This design comes from an exercise in tuning for small area, a short achievable clock period and few clock cycles per item on the open sky130 flow, not from production work. In this exercise RTL edits were held to simulation tests only and were not proved equivalent to the original.

## flow/config.mk

```make
export PLATFORM = sky130hd
export DESIGN_NAME = seal_engine
export DESIGN_NICKNAME = seal_engine
export VERILOG_FILES = /design/flow/design.v
export SDC_FILE = /design/flow/constraint.sdc
export NUM_CORES = 4
export LEC_CHECK = 0
export ABC_AREA = 1
export CAP_MARGIN = 20
export CORE_MARGIN = 2
export CORE_UTILIZATION = 50
export SLEW_MARGIN = 20
```

## flow/constraint.sdc

```tcl
create_clock -name core_clock -period 11.0 [get_ports {clk}]
set_input_delay 2.2000 -clock core_clock [delete_from_list [all_inputs] [get_ports {clk}]]
set_output_delay 2.2000 -clock core_clock [all_outputs]
set_load 0.01 [all_outputs]
```

## flow/design.v

```verilog
module seal_sbox_top (
    input  wire [7:0] a,
    output wire [3:0] n
);
    wire U0 = a[7], U1 = a[6], U2 = a[5], U3 = a[4], U4 = a[3], U5 = a[2], U6 = a[1], U7 = a[0];
    wire T1, T2, T3, T4, T5, T6, T7, T8, T9, T10, T11, T12, T13, T14, T15, T16, T17, T18, T19, T20, T21, T22, T23, T24, T25, T26, T27, M1, M2, M3, M4, M5, M6, M7, M8, M9, M10, M11, M12, M13, M14, M15, M16, M17, M18, M19, M20, M21, M22, M23, M24, M25, M26, M27, M28, M29, M30, M31, M32, M33, M34, M35, M36, M37, M38, M39, M40;
    assign T1 = U0 ^ U3;
    assign T2 = U0 ^ U5;
    assign T3 = U0 ^ U6;
    assign T4 = U3 ^ U5;
    assign T5 = U4 ^ U6;
    assign T6 = T1 ^ T5;
    assign T7 = U1 ^ U2;
    assign T8 = U7 ^ T6;
    assign T9 = U7 ^ T7;
    assign T10 = T6 ^ T7;
    assign T11 = U1 ^ U5;
    assign T12 = U2 ^ U5;
    assign T13 = T3 ^ T4;
    assign T14 = T6 ^ T11;
    assign T15 = T5 ^ T11;
    assign T16 = T5 ^ T12;
    assign T17 = T9 ^ T16;
    assign T18 = U3 ^ U7;
    assign T19 = T7 ^ T18;
    assign T20 = T1 ^ T19;
    assign T21 = U6 ^ U7;
    assign T22 = T7 ^ T21;
    assign T23 = T2 ^ T22;
    assign T24 = T2 ^ T10;
    assign T25 = T20 ^ T17;
    assign T26 = T3 ^ T16;
    assign T27 = T1 ^ T12;
    assign M1 = T13 & T6;
    assign M2 = T23 & T8;
    assign M3 = T14 ^ M1;
    assign M4 = T19 & U7;
    assign M5 = M4 ^ M1;
    assign M6 = T3 & T16;
    assign M7 = T22 & T9;
    assign M8 = T26 ^ M6;
    assign M9 = T20 & T17;
    assign M10 = M9 ^ M6;
    assign M11 = T1 & T15;
    assign M12 = T4 & T27;
    assign M13 = M12 ^ M11;
    assign M14 = T2 & T10;
    assign M15 = M14 ^ M11;
    assign M16 = M3 ^ M2;
    assign M17 = M5 ^ T24;
    assign M18 = M8 ^ M7;
    assign M19 = M10 ^ M15;
    assign M20 = M16 ^ M13;
    assign M21 = M17 ^ M15;
    assign M22 = M18 ^ M13;
    assign M23 = M19 ^ T25;
    assign M24 = M22 ^ M23;
    assign M25 = M22 & M20;
    assign M26 = M21 ^ M25;
    assign M27 = M20 ^ M21;
    assign M28 = M23 ^ M25;
    assign M29 = M28 & M27;
    assign M30 = M26 & M24;
    assign M31 = M20 & M23;
    assign M32 = M27 & M31;
    assign M33 = M27 ^ M25;
    assign M34 = M21 & M22;
    assign M35 = M24 & M34;
    assign M36 = M24 ^ M25;
    assign M37 = M21 ^ M29;
    assign M38 = M32 ^ M33;
    assign M39 = M23 ^ M30;
    assign M40 = M35 ^ M36;
    assign n = {M37, M38, M39, M40};
endmodule
module seal_sbox_bot (
    input  wire [7:0] a,
    input  wire [3:0] n,
    output wire [7:0] y
);
    wire U0 = a[7], U1 = a[6], U2 = a[5], U3 = a[4], U4 = a[3], U5 = a[2], U6 = a[1], U7 = a[0];
    wire M37 = n[3], M38 = n[2], M39 = n[1], M40 = n[0];
    wire T1, T2, T3, T4, T5, T6, T7, T8, T9, T10, T11, T12, T13, T15, T16, T17, T18, T19, T20, T21, T22, T23, T27, M41, M42, M43, M44, M45, M46, M47, M48, M49, M50, M51, M52, M53, M54, M55, M56, M57, M58, M59, M60, M61, M62, M63, L0, L1, L2, L3, L4, L5, L6, L7, L8, L9, L10, L11, L12, L13, L14, L15, L16, L17, L18, L19, L20, L21, L22, L23, L24, L25, L26, L27, L28, L29, S0, S1, S2, S3, S4, S5, S6, S7;
    assign T1 = U0 ^ U3;
    assign T2 = U0 ^ U5;
    assign T3 = U0 ^ U6;
    assign T4 = U3 ^ U5;
    assign T5 = U4 ^ U6;
    assign T6 = T1 ^ T5;
    assign T7 = U1 ^ U2;
    assign T8 = U7 ^ T6;
    assign T9 = U7 ^ T7;
    assign T10 = T6 ^ T7;
    assign T11 = U1 ^ U5;
    assign T12 = U2 ^ U5;
    assign T13 = T3 ^ T4;
    assign T15 = T5 ^ T11;
    assign T16 = T5 ^ T12;
    assign T17 = T9 ^ T16;
    assign T18 = U3 ^ U7;
    assign T19 = T7 ^ T18;
    assign T20 = T1 ^ T19;
    assign T21 = U6 ^ U7;
    assign T22 = T7 ^ T21;
    assign T23 = T2 ^ T22;
    assign T27 = T1 ^ T12;
    assign M41 = M38 ^ M40;
    assign M42 = M37 ^ M39;
    assign M43 = M37 ^ M38;
    assign M44 = M39 ^ M40;
    assign M45 = M42 ^ M41;
    assign M46 = M44 & T6;
    assign M47 = M40 & T8;
    assign M48 = M39 & U7;
    assign M49 = M43 & T16;
    assign M50 = M38 & T9;
    assign M51 = M37 & T17;
    assign M52 = M42 & T15;
    assign M53 = M45 & T27;
    assign M54 = M41 & T10;
    assign M55 = M44 & T13;
    assign M56 = M40 & T23;
    assign M57 = M39 & T19;
    assign M58 = M43 & T3;
    assign M59 = M38 & T22;
    assign M60 = M37 & T20;
    assign M61 = M42 & T1;
    assign M62 = M45 & T4;
    assign M63 = M41 & T2;
    assign L0 = M61 ^ M62;
    assign L1 = M50 ^ M56;
    assign L2 = M46 ^ M48;
    assign L3 = M47 ^ M55;
    assign L4 = M54 ^ M58;
    assign L5 = M49 ^ M61;
    assign L6 = M62 ^ L5;
    assign L7 = M46 ^ L3;
    assign L8 = M51 ^ M59;
    assign L9 = M52 ^ M53;
    assign L10 = M53 ^ L4;
    assign L11 = M60 ^ L2;
    assign L12 = M48 ^ M51;
    assign L13 = M50 ^ L0;
    assign L14 = M52 ^ M61;
    assign L15 = M55 ^ L1;
    assign L16 = M56 ^ L0;
    assign L17 = M57 ^ L1;
    assign L18 = M58 ^ L8;
    assign L19 = M63 ^ L4;
    assign L20 = L0 ^ L1;
    assign L21 = L1 ^ L7;
    assign L22 = L3 ^ L12;
    assign L23 = L18 ^ L2;
    assign L24 = L15 ^ L9;
    assign L25 = L6 ^ L10;
    assign L26 = L7 ^ L9;
    assign L27 = L8 ^ L10;
    assign L28 = L11 ^ L14;
    assign L29 = L11 ^ L17;
    assign S0 = L6 ^ L24;
    assign S1 = ~(L16 ^ L26);
    assign S2 = ~(L19 ^ L28);
    assign S3 = L6 ^ L21;
    assign S4 = L20 ^ L22;
    assign S5 = L25 ^ L29;
    assign S6 = ~(L13 ^ L27);
    assign S7 = ~(L6 ^ L23);
    assign y = {S0, S1, S2, S3, S4, S5, S6, S7};
endmodule
module seal_engine (
    input  wire         clk,
    input  wire         rst,
    input  wire         in_valid,
    output wire         in_ready,
    input  wire [127:0] in_key,
    input  wire [16:0]  in_line,
    input  wire [255:0] in_data,
    output reg          out_valid,
    output wire [255:0] out_data
);
    reg         run;         
    reg [5:0]   cnt;         
    reg         fin1;        
    reg [127:0] state;       
    reg [127:0] mu;          
    reg [63:0]  mi;          
    reg [127:0] t0, t1;      
    reg [127:0] rk;          
    reg [15:0]  km;          
    reg [31:0]  ku;          
    reg [31:0]  kw3;         
    reg  load1;                  
    reg  mid0;                   
    reg  mid1;                   
    reg  fin0;                   
    reg  last;                   
    reg  kfirst;                 
    reg  kstep;                  
    reg  start;                  
    reg  ksel;                   
    assign in_ready = mid1;
    assign out_data = {t0, t1};
    wire [31:0] k1w3   = ksel ? kw3 : rk[31:0];
    wire [127:0] kin   = kfirst ? in_key : rk;
    wire [31:0] k1rot = {k1w3[23:0], k1w3[31:24]};
    wire [15:0] km_next;
    wire [31:0] sub_rot;
    genvar gi;
    generate
        for (gi = 0; gi < 4; gi = gi + 1) begin : g_ksbox
            seal_sbox_top u_top (.a(k1rot[8*gi +: 8]), .n(km_next[4*gi +: 4]));
            seal_sbox_bot u_bot (.a(ku[8*gi +: 8]), .n(km[4*gi +: 4]), .y(sub_rot[8*gi +: 8]));
        end
    endgenerate
    reg [7:0] rcon;
    always @(*) begin
        case (cnt)
            6'd0,  6'd20: rcon = 8'h01;
            6'd2,  6'd22: rcon = 8'h02;
            6'd4,  6'd24: rcon = 8'h04;
            6'd6,  6'd26: rcon = 8'h08;
            6'd8,  6'd28: rcon = 8'h10;
            6'd10, 6'd30: rcon = 8'h20;
            6'd12, 6'd32: rcon = 8'h40;
            6'd14, 6'd34: rcon = 8'h80;
            6'd16, 6'd36: rcon = 8'h1b;
            default:      rcon = 8'h36;
        endcase
    end
    wire [31:0] w0 = kin[127:96];
    wire [31:0] w1 = kin[95:64];
    wire [31:0] w2 = kin[63:32];
    wire [31:0] w3 = kin[31:0];
    wire [31:0] f  = sub_rot ^ {rcon, 24'h0};
    wire [127:0] rkn = {w0 ^ f, (w0 ^ w1) ^ f, (w0 ^ w1 ^ w2) ^ f, (w0 ^ w1 ^ w2 ^ w3) ^ f};
    wire [63:0] mi_next;
    generate
        for (gi = 0; gi < 16; gi = gi + 1) begin : g_top
            seal_sbox_top u_top (.a(state[8*gi +: 8]), .n(mi_next[4*gi +: 4]));
        end
    endgenerate
    wire [127:0] sb;
    generate
        for (gi = 0; gi < 16; gi = gi + 1) begin : g_bot
            seal_sbox_bot u_bot (.a(mu[8*gi +: 8]), .n(mi[4*gi +: 4]), .y(sb[8*gi +: 8]));
        end
    endgenerate
    wire [127:0] sr;
    generate
        for (gi = 0; gi < 16; gi = gi + 1) begin : g_shift
            localparam integer R = gi % 4;
            localparam integer C = gi / 4;
            localparam integer SRC = R + 4 * ((C + R) % 4);
            assign sr[127-8*gi -: 8] = sb[127-8*SRC -: 8];
        end
    endgenerate
    function [7:0] xtime;
        input [7:0] a;
        xtime = {a[6:0], 1'b0} ^ (a[7] ? 8'h1b : 8'h00);
    endfunction
    wire [127:0] mc;
    generate
        for (gi = 0; gi < 4; gi = gi + 1) begin : g_mix
            wire [7:0] a0 = sr[127-32*gi -: 8];
            wire [7:0] a1 = sr[119-32*gi -: 8];
            wire [7:0] a2 = sr[111-32*gi -: 8];
            wire [7:0] a3 = sr[103-32*gi -: 8];
            assign mc[127-32*gi -: 8] = xtime(a0 ^ a1) ^ a1 ^ a2 ^ a3;
            assign mc[119-32*gi -: 8] = xtime(a1 ^ a2) ^ a0 ^ a2 ^ a3;
            assign mc[111-32*gi -: 8] = xtime(a2 ^ a3) ^ a0 ^ a1 ^ a3;
            assign mc[103-32*gi -: 8] = xtime(a3 ^ a0) ^ a0 ^ a1 ^ a2;
        end
    endgenerate
    wire [127:0] pk;
    wire [127:0] kx  = rk ^ (fin0 ? t0 : fin1 ? t1 : 128'b0);
    wire [127:0] out = (last ? sr : mc) ^ kx;
    wire [127:0] xk = {110'b0, load1, in_line} ^ in_key;
    assign pk = (mid0 ? in_data[255:128] : in_data[127:0]) ^ in_key;
    always @(posedge clk) begin
        kw3 <= in_key[31:0];
        km  <= km_next;
        ku  <= k1rot;
        mu  <= state;
        mi  <= mi_next;
        if (start || load1)
            state <= xk;
        else
            state <= out ^ (mid0 || mid1 ? pk : 128'b0);
        if (kstep)
            rk <= rkn;
        if (mid0 || fin0)
            t0 <= out;
        if (mid1 || fin1)
            t1 <= out;
    end
    reg       run_n;
    reg [5:0] cnt_n;
    always @(*) begin
        run_n = run;
        cnt_n = cnt;
        if (rst) begin
            run_n = 1'b0;
            cnt_n = 6'd0;
        end else if (start) begin
            run_n = 1'b1;
            cnt_n = 6'd0;
        end else if (fin0) begin
            run_n = 1'b0;
            cnt_n = 6'd0;
        end else if (run) begin
            cnt_n = cnt + 6'd1;
        end
    end
    always @(posedge clk) begin
        run    <= run_n;
        cnt    <= cnt_n;
        load1  <= run_n && (cnt_n == 6'd0);
        mid0   <= run_n && (cnt_n == 6'd19);
        mid1   <= run_n && (cnt_n == 6'd20);
        fin0   <= run_n && (cnt_n == 6'd39);
        last   <= run_n && ((cnt_n == 6'd19) || (cnt_n == 6'd20) || (cnt_n == 6'd39))
                  || (fin0 && !rst);
        kfirst <= run_n && ((cnt_n == 6'd0) || (cnt_n == 6'd20));
        kstep  <= run_n && !cnt_n[0] && (cnt_n <= 6'd38);
        start  <= !rst && in_valid && !in_ready && (!run_n || (cnt_n == 6'd39));
        ksel   <= !rst && in_valid && !in_ready && (!run_n || (cnt_n == 6'd39))
                  || run_n && (cnt_n == 6'd19);
        if (rst) begin
            fin1      <= 1'b0;
            out_valid <= 1'b0;
        end else begin
            fin1      <= fin0;
            out_valid <= fin1;
        end
    end
endmodule
```

## flow/flow/run.sh

```bash
#!/bin/bash
# Own layout flow: the standard synthesis, then the combinational logic of
# its netlist is mapped again to the standard cells with flow/remap.abc (the
# registers stay the standard synthesis's cells, with their names), then the standard flow's
# standard layout from floorplan to finish on that netlist.
set -euo pipefail
W=$(pwd)
R=$W/orfs/results/$FLOW_PLATFORM/seal_engine/base
LIB=$FLOW_HOME/platforms/$FLOW_PLATFORM/lib/sky130_fd_sc_hd__tt_025C_1v80.lib
YOSYS=$(command -v yosys || echo /OpenROAD-flow-scripts/tools/install/yosys/bin/yosys)

bash standard.sh synth > std_synth.log 2>&1

cp $R/1_2_yosys.v $W/std_1_2_yosys.v
# registers and tie cells stay as they are: blackbox stubs for their types
SEQ=$(grep -oE 'sky130_fd_sc_hd__[a-z0-9_]+' $W/std_1_2_yosys.v | sort -u \
      | grep -E '__(df|edf|sdf|sedf|dl|conb)' | sed 's/^/=/' | tr '\n' ' ')
cat > $W/remap.ys <<EOT
read_liberty -lib $LIB
select $SEQ
write_verilog -blackboxes -selected $W/remap_stubs.v
design -reset
read_liberty -wb -ignore_miss_func $LIB
read_verilog -lib -overwrite $W/remap_stubs.v
read_verilog $W/std_1_2_yosys.v
hierarchy -check -top $FLOW_TOP
flatten -wb
opt_clean -purge
tee -o $W/remap_before.txt stat
abc -script $W/flow/remap.abc -liberty $LIB -dont_use *lpflow* -dont_use *probe* -constr $W/remap.constr -D 11000
opt_clean -purge
hilomap -singleton -hicell sky130_fd_sc_hd__conb_1 HI -locell sky130_fd_sc_hd__conb_1 LO
splitnets
opt_clean -purge
rename -hide w:* i:* %d o:* %d
tee -o $W/remap_stat.txt stat -liberty $LIB
write_verilog -noattr -noexpr -nohex -nodec $R/1_2_yosys.v
EOT
printf 'set_driving_cell sky130_fd_sc_hd__buf_1\nset_load 5\n' > $W/remap.constr
$YOSYS -l $W/remap_yosys.log -q -s $W/remap.ys > /dev/null 2>&1
$YOSYS -l $W/remap_check.log -q -p "read_liberty -lib $LIB; read_verilog $R/1_2_yosys.v; hierarchy -check -top $FLOW_TOP; check -assert" > /dev/null 2>&1
rm -f $R/1_synth.odb $R/1_synth.sdc

bash standard.sh SETUP_SLACK_MARGIN=7.0 "BUFFER_PORTS_ARGS=-buffer_cell sky130_fd_sc_hd__buf_1" \
    finish > std_finish.log 2>&1
```

## flow/flow/remap.abc

```
&get -n
&st
&dch -f
&nf
&put
```

## flow/standard.sh

```bash
#!/bin/bash
# synth_recipe.tcl (not shown) runs the flow's synth.tcl, then flattens the netlist and writes it again
# the make line also repeats each setting of config.mk as NAME=value (left out here)
make -C /OpenROAD-flow-scripts/flow DESIGN_CONFIG=/design/flow/config.mk WORK_HOME=/design/flow/orfs CLKGATE_MAP_FILE= SYNTH_SCRIPT=/design/flow/synth_recipe.tcl "${@:-finish}"
```

==> summary.txt <==
Floorplanning
  • Core area: 117,900 um2
  • I/O Pins: 662
  • Die footprint: 121,500 um2
  • Chip Height: 348.5 um
  • Horiz. Die Dim: 348.5 um
  • Starting Density: 50.32%
  • Row count: 126

Worst setup path
  • Worst path top cell family by delay: XOR/XNOR gates
  • Crit end category: flop
  • Delay of the slowest critical-path stage: 460 ps
  • Worst setup SP type: flop
  • Critical path type: reg -> reg
  • Most frequent CP cell: xnor2_2
  • Worst-path cell chain: xor2_2 > buf_4 > xor2_1 > nor2_2 > xnor2_2 > xnor2_2 > xnor3_2 > xnor2_4 > xnor3_1 > xnor2_2 > a21oi_4 > xor2_2 > xnor2_1 > a21oi_1
  • Critical path data arrival time: 4570 ps
  • Max FO, Critical Path: 5
  • CP required: 11,520 ps
  • Sum of buffers and inverters on the critical path: 1
  • Slowest CP cell: dfxtp_1

STA
  • Tcrit/Tclk final: 36.86%
  • Measured slew at the worst slew-check pin: 1253 ps
  • Final setup violation count: 0
  • Post-route setup TNS: 0 ps
  • Slew Limit Fails: 0
  • Slew margin rel.: 16.48%
  • Worst hold slack: 375.7 ps
  • RSZ-0062 raised after global routing: true
  • Final Hold Viols: 0
  • Fmax: 246.7 MHz
  • Final Critical Period: 4054 ps
  • Layout Skew: 39.18 ps

Synth
  • Ys Warns: 1
  • Syn Nets: 6,161
  • Mapped Area: 59,340 um2
  • Synth Instances: 5,757
  • Syn Area/Cell: 10.31 um2

Routing
  • Initial DRT Pass Iterations: 6
  • DRC viols: 0
  • Total wire length: 197,200 um
  • ANT nets after route: 0
  • DR WL/cell: 23.58 um
  • Initial DRC Count: 3,586
  • Routed vias: 45.16k
  • Vias/cell: 5.400

Clock tree
  • TritonCTS clock tree: done
  • Num CTS Buffers: 93
  • Clk root buf: clkbuf_16
  • CTS Sinks: 810
  • H-tree levels: 3
  • Worst-Skew Late Latency: 710 ps
  • Hold Buf Count CTS: 0
  • Reg clk slew, reported paths: 60 ps
  • Max clock buf depth: 3

Global route
  • Total Routing Usage GR: 31.29%
  • Vias in the first global route: 43.72k
  • First-pass GRT wire length: 283,200 um
  • Gr ovfl total: 0
  • Largest net degree at the start of global routing: 146
  • Antenna violations before repair: 9

Layout
  • Nets: 7,149
  • Layout cell share with drive strength beyond 1: 15.90%
  • Commonest non-fill, non-tap cells in the layout: 1,420 x xnor2_1, 661 x buf_1, 603 x xor2_1
  • Area growth from synthesis to layout: 25.42%
  • Fin util: 63.12%
  • Most common cell after layout, fill and taps aside: xnor2_1
  • Design area: 74,430 um2

Placed design
  • Port-buffer cells: 661
  • Area after DPL: 64,210 um2
  • Placed wire-length estimate: 152,100 um
  • Routability congestion estimate: 0.9556

Flow run
  • Number of max-cap violations: 0

Outcome
  • Status: complete, no violations

Worst hold path
  • Hold/Removal Path Class: reg -> reg
[cell type report]
type / count / area [um2]
Antenna cell: 3 / 7.507
Clock buffer: 128 / 2665
Clock inverter: 47 / 494.2
Fill cell: 9835 / 43490
Inverter: 74 / 280.3
Multi-Input combinational cell: 4873 / 44500
Sequential cell: 810 / 20150
Tap cell: 1536 / 1922
Timing Repair Buffer: 893 / 4412
[worst reg2reg max path, delay by kind of cell, from the launching register on]
kind,cells,cell delay (ps)
AO/OA/AOI/OAI,2,370
XOR/XNOR,10,2780
buffers and inverters,1,170
flip-flops,1,460
AND/OR/NAND/NOR,1,90
[per-layer routing]
layer	global-route usage [%]	vias up	wire length, um
li1	-	21450	-
met1	42.85	21930	84890
met2	51.06	1488	92940
met3	4.279	282	12620
met4	10.44	4	6724
met5	0	-	28
[final timing paths]
path	endpoint	depth (start not counted)	from	slack, ps
setup / recovery	state[67]$_DFF_P_	14	mu[103]$_DFF_P_	6950
setup reg to reg	state[67]$_DFF_P_	14	mu[103]$_DFF_P_	6950
hold / removal	mu[107]$_DFF_P_	0	state[107]$_DFF_P_	380
hold reg to reg	mu[107]$_DFF_P_	0	state[107]$_DFF_P_	380
[sequential cells by signal (all words and copies together), names as in the netlist]
name	flops
t1	128
ksel	1
kw3	32
rcon	8
rk	128
cnt	6
ku	32
state	128
t0	128
mu	128
run	1
kfirst	1
start	1
fin1	1
out_valid	1
fin0	1
last	1
mid1	1
kstep	1
mi	64
km	16
mid0	1
load1	1
[what timing repair did]
item | CTS | global route
pin swaps | 71 | 141
gates resized for setup | 500 | 387
buffers inserted | 53 | 130
setup endpoints to repair | 398 | 242
[per-stage QoR]
| step | std cells | setup WS [ps] |
|---|---|---|
| 3_3_place_gp | 8001 | 5823 |
| 5_1_grt | 8361 | 6839 |
| 3_5_place_dp | 8001 | 5872 |
| 6_report | 8364 | 6946 |
| 4_1_cts | 8229 | 6924 |
| 2_1_floorplan | 5757 | 7002 |
Testbench counts, summed over its fixed seeds: cycles 15,384, lines 384.

static timing again, ports no longer ideal:
How much do the figures lean on ideal ports? The routed layout below was timed once more, with nothing changed but the port constraints. Step 1, drivers: a clkbuf_16 drives clk and a buf_2 each remaining input, both assumed. Step 2 adds t to the input delays and takes it off the output delays; t is the mean of the earliest and latest rising clock arrival at the registers after step 1. Input paths then give back, and output paths get back, about the clock's delay inside the block. Three values: no drivers, after step 1, after step 2; two values: the first two.
t (ns): 0.772
setup WS [ns]: 6.946 / 6.946 / 6.521
worst setup path at the end: input to register
latest minus earliest clock arrival (ns): 0.040 / 0.039
worst data-port slew with drivers (ns): 0.11
After both steps this run still meets setup and hold. For this run, drivers alone change the setup slack by 0.000 ns; drivers and shift together by -0.425 ns.
